Background: an optimization exercise with open tools, aiming at small area and a short achievable clock period. Do not read the settings as production practice. Only simulation tests tie the RTL to the original design; equivalence was not proved.

==> flow/design.v <==
module fmul36 (
    input  wire        clk,
    input  wire        rst,
    input  wire        in_valid,
    input  wire [35:0] a,
    input  wire [35:0] b,
    input  wire [2:0]  rm,
    input  wire        ftz,
    output reg         out_valid,
    output reg  [35:0] result,
    output reg         iv,
    output reg         of,
    output reg         uf,
    output reg         nx
);
    localparam [35:0] QNAN = 36'h7FE000000;
    reg        v1;
    reg [35:0] a1, b1;
    reg [2:0]  rm1;
    reg        ftz1;
    always @(posedge clk) begin
        if (rst)
            v1 <= 1'b0;
        else
            v1 <= in_valid;
        a1   <= a;
        b1   <= b;
        rm1  <= rm;
        ftz1 <= ftz;
    end
    wire        sa = a1[35];
    wire        sb = b1[35];
    wire [8:0]  ea = a1[34:26];
    wire [8:0]  eb = b1[34:26];
    wire [25:0] fa = a1[25:0];
    wire [25:0] fb = b1[25:0];
    wire a_nan  = (ea == 9'h1FF) && (fa != 26'd0);
    wire b_nan  = (eb == 9'h1FF) && (fb != 26'd0);
    wire a_snan = a_nan && !fa[25];
    wire b_snan = b_nan && !fb[25];
    wire a_inf  = (ea == 9'h1FF) && (fa == 26'd0);
    wire b_inf  = (eb == 9'h1FF) && (fb == 26'd0);
    wire a_zero = (ea == 9'd0) && ((fa == 26'd0) || ftz1);
    wire b_zero = (eb == 9'd0) && ((fb == 26'd0) || ftz1);
    wire        s  = sa ^ sb;
    wire [26:0] ma = {ea != 9'd0, fa};
    wire [26:0] mb = {eb != 9'd0, fb};
    wire [9:0]  xa = (ea == 9'd0) ? 10'd1 : {1'b0, ea};
    wire [9:0]  xb = (eb == 9'd0) ? 10'd1 : {1'b0, eb};
    wire [53:0] prod = ma * mb;
    reg [5:0] msb;
    integer i;
    always @(*) begin
        msb = 6'd0;
        for (i = 0; i < 54; i = i + 1)
            if (prod[i]) msb = i[5:0];
    end
    wire [53:0] pn = prod << (6'd53 - msb);
    wire signed [11:0] be = $signed({6'd0, msb}) + $signed({2'b00, xa}) +
                            $signed({2'b00, xb}) - 12'sd307;
    function automatic rnd_inc(input [2:0] mode, input sgn, input lsb, input g, input st);
        begin
            case (mode)
                3'd0:    rnd_inc = g & (st | lsb);       
                3'd1:    rnd_inc = 1'b0;                 
                3'd2:    rnd_inc = !sgn & (g | st);      
                3'd3:    rnd_inc = sgn & (g | st);       
                default: rnd_inc = g;                    
            endcase
        end
    endfunction
    wire [26:0] m_t   = pn[53:27];
    wire        m_g   = pn[26];
    wire        m_st  = |pn[25:0];
    wire        m_inc = rnd_inc(rm1, s, m_t[0], m_g, m_st);
    wire [27:0] m_r   = {1'b0, m_t} + {27'd0, m_inc};
    wire        m_cy  = m_r[27];
    wire [26:0] m_fin = m_cy ? m_r[27:1] : m_r[26:0];
    wire signed [11:0] be_r = be + (m_cy ? 12'sd1 : 12'sd0);
    wire        m_inexact = m_g | m_st;
    wire overflow = (be_r > 12'sd510);
    wire tiny     = (be_r < 12'sd1);
    wire signed [11:0] sh_s = 12'sd28 - be;
    wire [6:0]   sh = (sh_s > 12'sd60) ? 7'd60 : sh_s[6:0];
    wire [113:0] sub_wide = {pn, 60'd0} >> sh;
    wire [53:0]  sub_int  = sub_wide[113:60];
    wire         sub_g    = sub_wide[59];
    wire         sub_st   = |sub_wide[58:0];
    wire         sub_inc  = rnd_inc(rm1, s, sub_int[0], sub_g, sub_st);
    wire [26:0]  sub_m    = sub_int[26:0] + {26'd0, sub_inc};
    wire         sub_inexact = sub_g | sub_st;
    reg [35:0] r_res;
    reg        r_iv, r_of, r_uf, r_nx;
    wire       ovf_to_inf = (rm1 == 3'd0) || (rm1 == 3'd4) ||
                            ((rm1 == 3'd2) && !s) || ((rm1 == 3'd3) && s);
    always @(*) begin
        r_iv = 1'b0; r_of = 1'b0; r_uf = 1'b0; r_nx = 1'b0;
        if (a_snan || b_snan) begin
            r_res = QNAN;
            r_iv  = 1'b1;
        end else if (a_nan || b_nan) begin
            r_res = QNAN;
        end else if ((a_inf && b_zero) || (b_inf && a_zero)) begin
            r_res = QNAN;
            r_iv  = 1'b1;
        end else if (a_inf || b_inf) begin
            r_res = {s, 9'h1FF, 26'd0};
        end else if (a_zero || b_zero) begin
            r_res = {s, 35'd0};
        end else if (overflow) begin
            r_res = ovf_to_inf ? {s, 9'h1FF, 26'd0} : {s, 9'h1FE, {26{1'b1}}};
            r_of  = 1'b1;
            r_nx  = 1'b1;
        end else if (tiny) begin
            if (ftz1) begin
                r_res = {s, 35'd0};
                r_uf  = 1'b1;
                r_nx  = 1'b1;
            end else begin
                r_res = {s, 8'd0, sub_m};
                r_uf  = sub_inexact;
                r_nx  = sub_inexact;
            end
        end else begin
            r_res = {s, be_r[8:0], m_fin[25:0]};
            r_nx  = m_inexact;
        end
    end
    always @(posedge clk) begin
        if (rst)
            out_valid <= 1'b0;
        else
            out_valid <= v1;
        result <= r_res;
        iv     <= r_iv;
        of     <= r_of;
        uf     <= r_uf;
        nx     <= r_nx;
    end
endmodule
==> flow/run.sh <==
#!/bin/bash
# synth_recipe.tcl (not shown) runs the flow's synth.tcl, then flattens the netlist and writes it again
# the make line also repeats each setting of config.mk as NAME=value (left out here)
make -C /OpenROAD-flow-scripts/flow DESIGN_CONFIG=/design/flow/config.mk WORK_HOME=/design/flow/orfs CLKGATE_MAP_FILE= SYNTH_SCRIPT=/design/flow/synth_recipe.tcl finish
==> flow/config.mk <==
export PLATFORM = sky130hd
export DESIGN_NAME = fmul36
export DESIGN_NICKNAME = fmul36
export VERILOG_FILES = /design/flow/design.v
export SDC_FILE = /design/flow/constraint.sdc
export NUM_CORES = 4
export LEC_CHECK = 0
export CAP_MARGIN = 20
export CORE_MARGIN = 2
export CORE_UTILIZATION = 40
export SLEW_MARGIN = 20
==> flow/constraint.sdc <==
create_clock -name core_clock -period 16.5 [get_ports {clk}]
set_input_delay 3.3000 -clock core_clock [delete_from_list [all_inputs] [get_ports {clk}]]
set_output_delay 3.3000 -clock core_clock [all_outputs]
set_load 0.01 [all_outputs]
==> impl_summary.txt <==
----------------------------------------------------
[Status]
  Run status ... finished clean

[Final layout]
  Area growth from synthesis to final layout ... 22.06%
  Number of standard cells in the final layout excluding fillers ... ~7,600
  Final #Nets ... between 7,000 and 8,000
  Layout Utilization ... between 40 and 50%
  Fill cell count ... about 11,000
  Post-route design area ... roughly 52,000 sq um
  Layout cell share with drive strength beyond 1 ... a little under a fifth

[Yosys]
  Count of state elements after synthesis ... roughly 120
  Avg Inst Size Synth ... roughly 7.7 sq um
  Most instantiated flip-flop cell in the synthesis netlist ... sky130_fd_sc_hd__dfxtp_1
  Syn Std Cell Area ... roughly 43,000 sq um
  Yosys warning count ... 1
  Post-synthesis share of cell area spent on and, or, nand and nor gates ... ~24%
  Number of unique standard cell types used by synthesis ... 127
  List of most frequent post-synthesis cells ... 731 x sky130_fd_sc_hd__inv_1, 722 x sky130_fd_sc_hd__nand2_1, 631 x sky130_fd_sc_hd__fa_1
  Gate count after technology mapping ... 5,545
  Number of enable-type register cells in the synthesized netlist ... 0
  Cell accounting for the most synthesized area ... sky130_fd_sc_hd__fa_1
  Dominant combinational cell family by area after synthesis ... adder cells
  Synth async-reset ratio ... 0%
  Most common cell in the synthesized netlist ... sky130_fd_sc_hd__inv_1
  Sequential cell area fraction in the yosys report ... ~5.5%
  Syn Nets ... approximately 6,500
  Cell types occupying the most area after synthesis ... sky130_fd_sc_hd__fa_1 30%, sky130_fd_sc_hd__ha_1 6.6%, sky130_fd_sc_hd__inv_1 6.4%
  Fraction of post-synthesis cell area in the top cell type by area ... between 20% and 30%
  Post-Synth XOR/XNOR Area ... ~2.1%
  Post-synthesis compound-gate area fraction ... around a fifth
  Share of synthesized cell area in full adder, half adder and majority cells ... between 30% and 40%
  Multiplexer area fraction after synthesis ... 0.8757%

[GRT]
  Number of antenna violations at the first check in global routing ... 6
  Number of global-route vias before repair ... 45,942
  Global-route wire length before repair ... around 300,000 um
  Remaining global-route overflow ... 0
  Largest net degree at the start of global routing ... 51
  Total GRT Usage ... a little under two fifths

[Setup path]
  Highest fanout seen on the critical path ... 9
  CP top delay family ... adder cells
  CP max stage delay ... about 800 ps
  Crit path buffers/inverters ... 11
  Critical path data arrival time ... 16,440 ps
  Kind of start point of the critical path ... register
  Type of the worst setup path ... register to register
  Slowest stage cell on the critical path ... sky130_fd_sc_hd__a21oi_1
  Worst endpoint required time ... 16,930 ps
  CP dominant cell by count ... sky130_fd_sc_hd__fa_1
  Capturing element type of the critical path ... register

[Clock network]
  Cts-stage hold buffer count ... 0
  Number of buffers added by the clock tree synthesis step ... 17
  Clock transition time at the flip-flop clock pins of the worst setup and hold paths ... approximately 70 ps
  TritonCTS Sinks ... about 120
  CTS tree ... yes
  CTS H-Tree Depth ... 4
  Later-pin clock latency in the skew report ... around 520 ps
  Buffer depth of the longest clock path ... 2
  Clock tree root driver cell ... sky130_fd_sc_hd__clkbuf_16

[STA]
  Slew at the pin closest to its max-slew limit ... about 1200 ps
  Final critical path time including I/O delays and setup ... around 16,000 ps
  Final-report hold violation count ... 0
  Slew HR ... a little under a quarter
  Worst Hold Margin ... between 400 and 500 ps
  Worst Clk Skew ... ~31 ps
  FMAX ... approximately 62 MHz
  Number of max-slew violations in the final report ... 0
  Tcrit/Tclk final ... a little over nine tenths
  Setup-failing EPs final ... 0

[Hold path]
  Worst min-delay path class ... register to register

[Drt]
  Initial detailed-routing violation count ... roughly 5,100
  Routed Wire Length ... about 210,000 um
  Detail-routed net length per standard cell ... around 27 um
  Via count normalized by instance count ... 6.097
  Total DRC errors in the routed layout ... 0
  Number of nets still failing antenna checks after routing ... 0
  Total number of vias ... between 40,000 and 50,000
  Total iterations of the first detailed-routing run ... 8

[Job]
  Max-cap violation count ... 0

[Die]
  Starting density of the core ... approximately 40%
  Horiz. Die Dim ... 330.8 um
  Die area ... 109,400 sq um
  Number of top-level pins ... 120
  Standard cell core area ... roughly 110,000 sq um
  Die Ht ... around 330 um
  Row count ... roughly 120

[Place]
  Placed Cells incl. Taps ... around 7,500
  Buffers on Ports ... roughly 120
  DP Area ... approximately 50,000 sq um
  Half-perimeter wire length after detailed placement ... 170,400 um
  GP Congestion ... approximately 1.0

----------------------------------------------------
[per-stage QoR]
step | TNS [ps] | worst slack [ps]
2_1_floorplan | 0 | 28.12
3_3_place_gp | -5245 | -326.6
3_5_place_dp | -6667 | -363.8
4_1_cts | 0 | 11.49
5_1_grt | -703.2 | -113.6
6_report | 0 | 497.0
[area by class of cell]
class	count	area (sq um)	share of cell area (%)
Clock inverter	13	146.4	0.2807
Sequential cell	118	2397	4.597
Antenna cell	6	15.01	0.02879
Multi-Input combinational cell	4350	36880	70.71
Clock buffer	19	442.9	0.8493
Inverter	734	2759	5.290
Tap cell	1391	1740	3.337
Timing Repair Buffer	957	7772	14.90
[worst register-to-register path, delay by kind of cell (launching register included)]
kind,cells,cell delay [ps]
adder cells (fa/ha/maj),14,5630
AO/OA/AOI/OAI,18,4200
AND/OR/NAND/NOR,17,3610
buffers and inverters,11,1160
multiplexers,2,600
flip-flops,1,350
XOR/XNOR,2,340
[registers in the layout (all words and copies together), names as in the netlist]
| name | count |
|---|---|
| rm1 | 3 |
| v1 | 1 |
| ftz1 | 1 |
| nx | 1 |
| a1 | 36 |
| uf | 1 |
| result | 36 |
| of | 1 |
| out_valid | 1 |
| iv | 1 |
| b1 | 36 |
[cells by family after synthesis]
family          after synthesis
fa+ha+maj                   857
flops                       118
buf+inv                    1077
compound gates             1249
mux                          33
simple gates               2111
xor+xnor                    100
[cells in the final DEF, fill, tap and decap left out, types with 33 or more instances in the layout]
| cell type | Yosys | final |
|---|---|---|
| sky130_fd_sc_hd__a211oi_1 | 54 | 43 |
| sky130_fd_sc_hd__a21oi_1 | 222 | 211 |
| sky130_fd_sc_hd__a22oi_1 | 44 | 43 |
| sky130_fd_sc_hd__a31oi_1 | 77 | 75 |
| sky130_fd_sc_hd__and2_1 | 403 | 403 |
| sky130_fd_sc_hd__buf_4 | 17 | 814 |
| sky130_fd_sc_hd__clkdlybuf4s50_1 | 0 | 119 |
| sky130_fd_sc_hd__dfxtp_1 | 118 | 94 |
| sky130_fd_sc_hd__fa_1 | 631 | 629 |
| sky130_fd_sc_hd__ha_1 | 225 | 222 |
| sky130_fd_sc_hd__inv_1 | 731 | 729 |
| sky130_fd_sc_hd__nand2_1 | 722 | 719 |
| sky130_fd_sc_hd__nand3_1 | 199 | 197 |
| sky130_fd_sc_hd__nand4_1 | 52 | 52 |
| sky130_fd_sc_hd__nor2_1 | 314 | 310 |
| sky130_fd_sc_hd__nor3_1 | 151 | 143 |
| sky130_fd_sc_hd__nor4_1 | 43 | 35 |
| sky130_fd_sc_hd__o211ai_1 | 70 | 70 |
| sky130_fd_sc_hd__o21a_1 | 33 | 33 |
| sky130_fd_sc_hd__o21ai_0 | 194 | 185 |
| sky130_fd_sc_hd__o21ai_1 | 34 | 38 |
| sky130_fd_sc_hd__o221ai_1 | 45 | 45 |
| sky130_fd_sc_hd__o22ai_1 | 58 | 54 |
| sky130_fd_sc_hd__or2_2 | 34 | 34 |
| sky130_fd_sc_hd__xnor2_1 | 62 | 59 |
| sky130_fd_sc_hd__xor2_1 | 36 | 35 |
[routing by layer]
metal	wire, um	GRT usage [%]	vias up
li1	-	-	20199
met5	0	0	-
met2	86770	55.88	2494
met3	20510	8.049	437
met1	90000	54.12	23131
met4	8553	13.92	0
[final timing paths]
| path | startpoint | endpoint | slack (ps) | cells after the start |
|---|---|---|---|---|
| max | a1[28]$_DFF_P_ | result[26]$_SDFF_PP1_ | 500 | 64 |
| min | v1$_SDFF_PP0_ | out_valid$_SDFF_PP0_ | 450 | 1 |
| max reg2reg | a1[28]$_DFF_P_ | result[26]$_SDFF_PP1_ | 500 | 64 |
| min reg2reg | v1$_SDFF_PP0_ | out_valid$_SDFF_PP0_ | 450 | 1 |
[repair_timing]
item | in CTS | in global routing
resized for setup | 16 | 142
pin swaps | 2 | 28
setup buffers | 0 | 10
gates cloned | 0 | 1
endpoints found under the setup margin | 26 | 38

-- re-timing with driven ports --
How much do the figures lean on ideal ports? The routed layout below was timed once more, with nothing changed but the port constraints.
Step 1: set_driving_cell puts a clkbuf_16 on clk and a buf_2 on each other input, an assumption about the parent block.
Step 2 moves the port delays by t, midway between the first and last clock arrival at a register: inputs arrive t later, outputs are due t later. That takes back most of the time a late clock gives input paths.
Slacks: ideal / step 1 / step 2; pairs: ideal / step 1.
t (ns): 0.575
setup slack, ns: 0.497 / 0.497 / 0.497
clock arrival spread, ns: 0.031 / 0.032
After both steps setup and hold are still met in this run. The setup slack of this run moves by 0.000 ns with the drivers and by 0.000 ns with both steps.
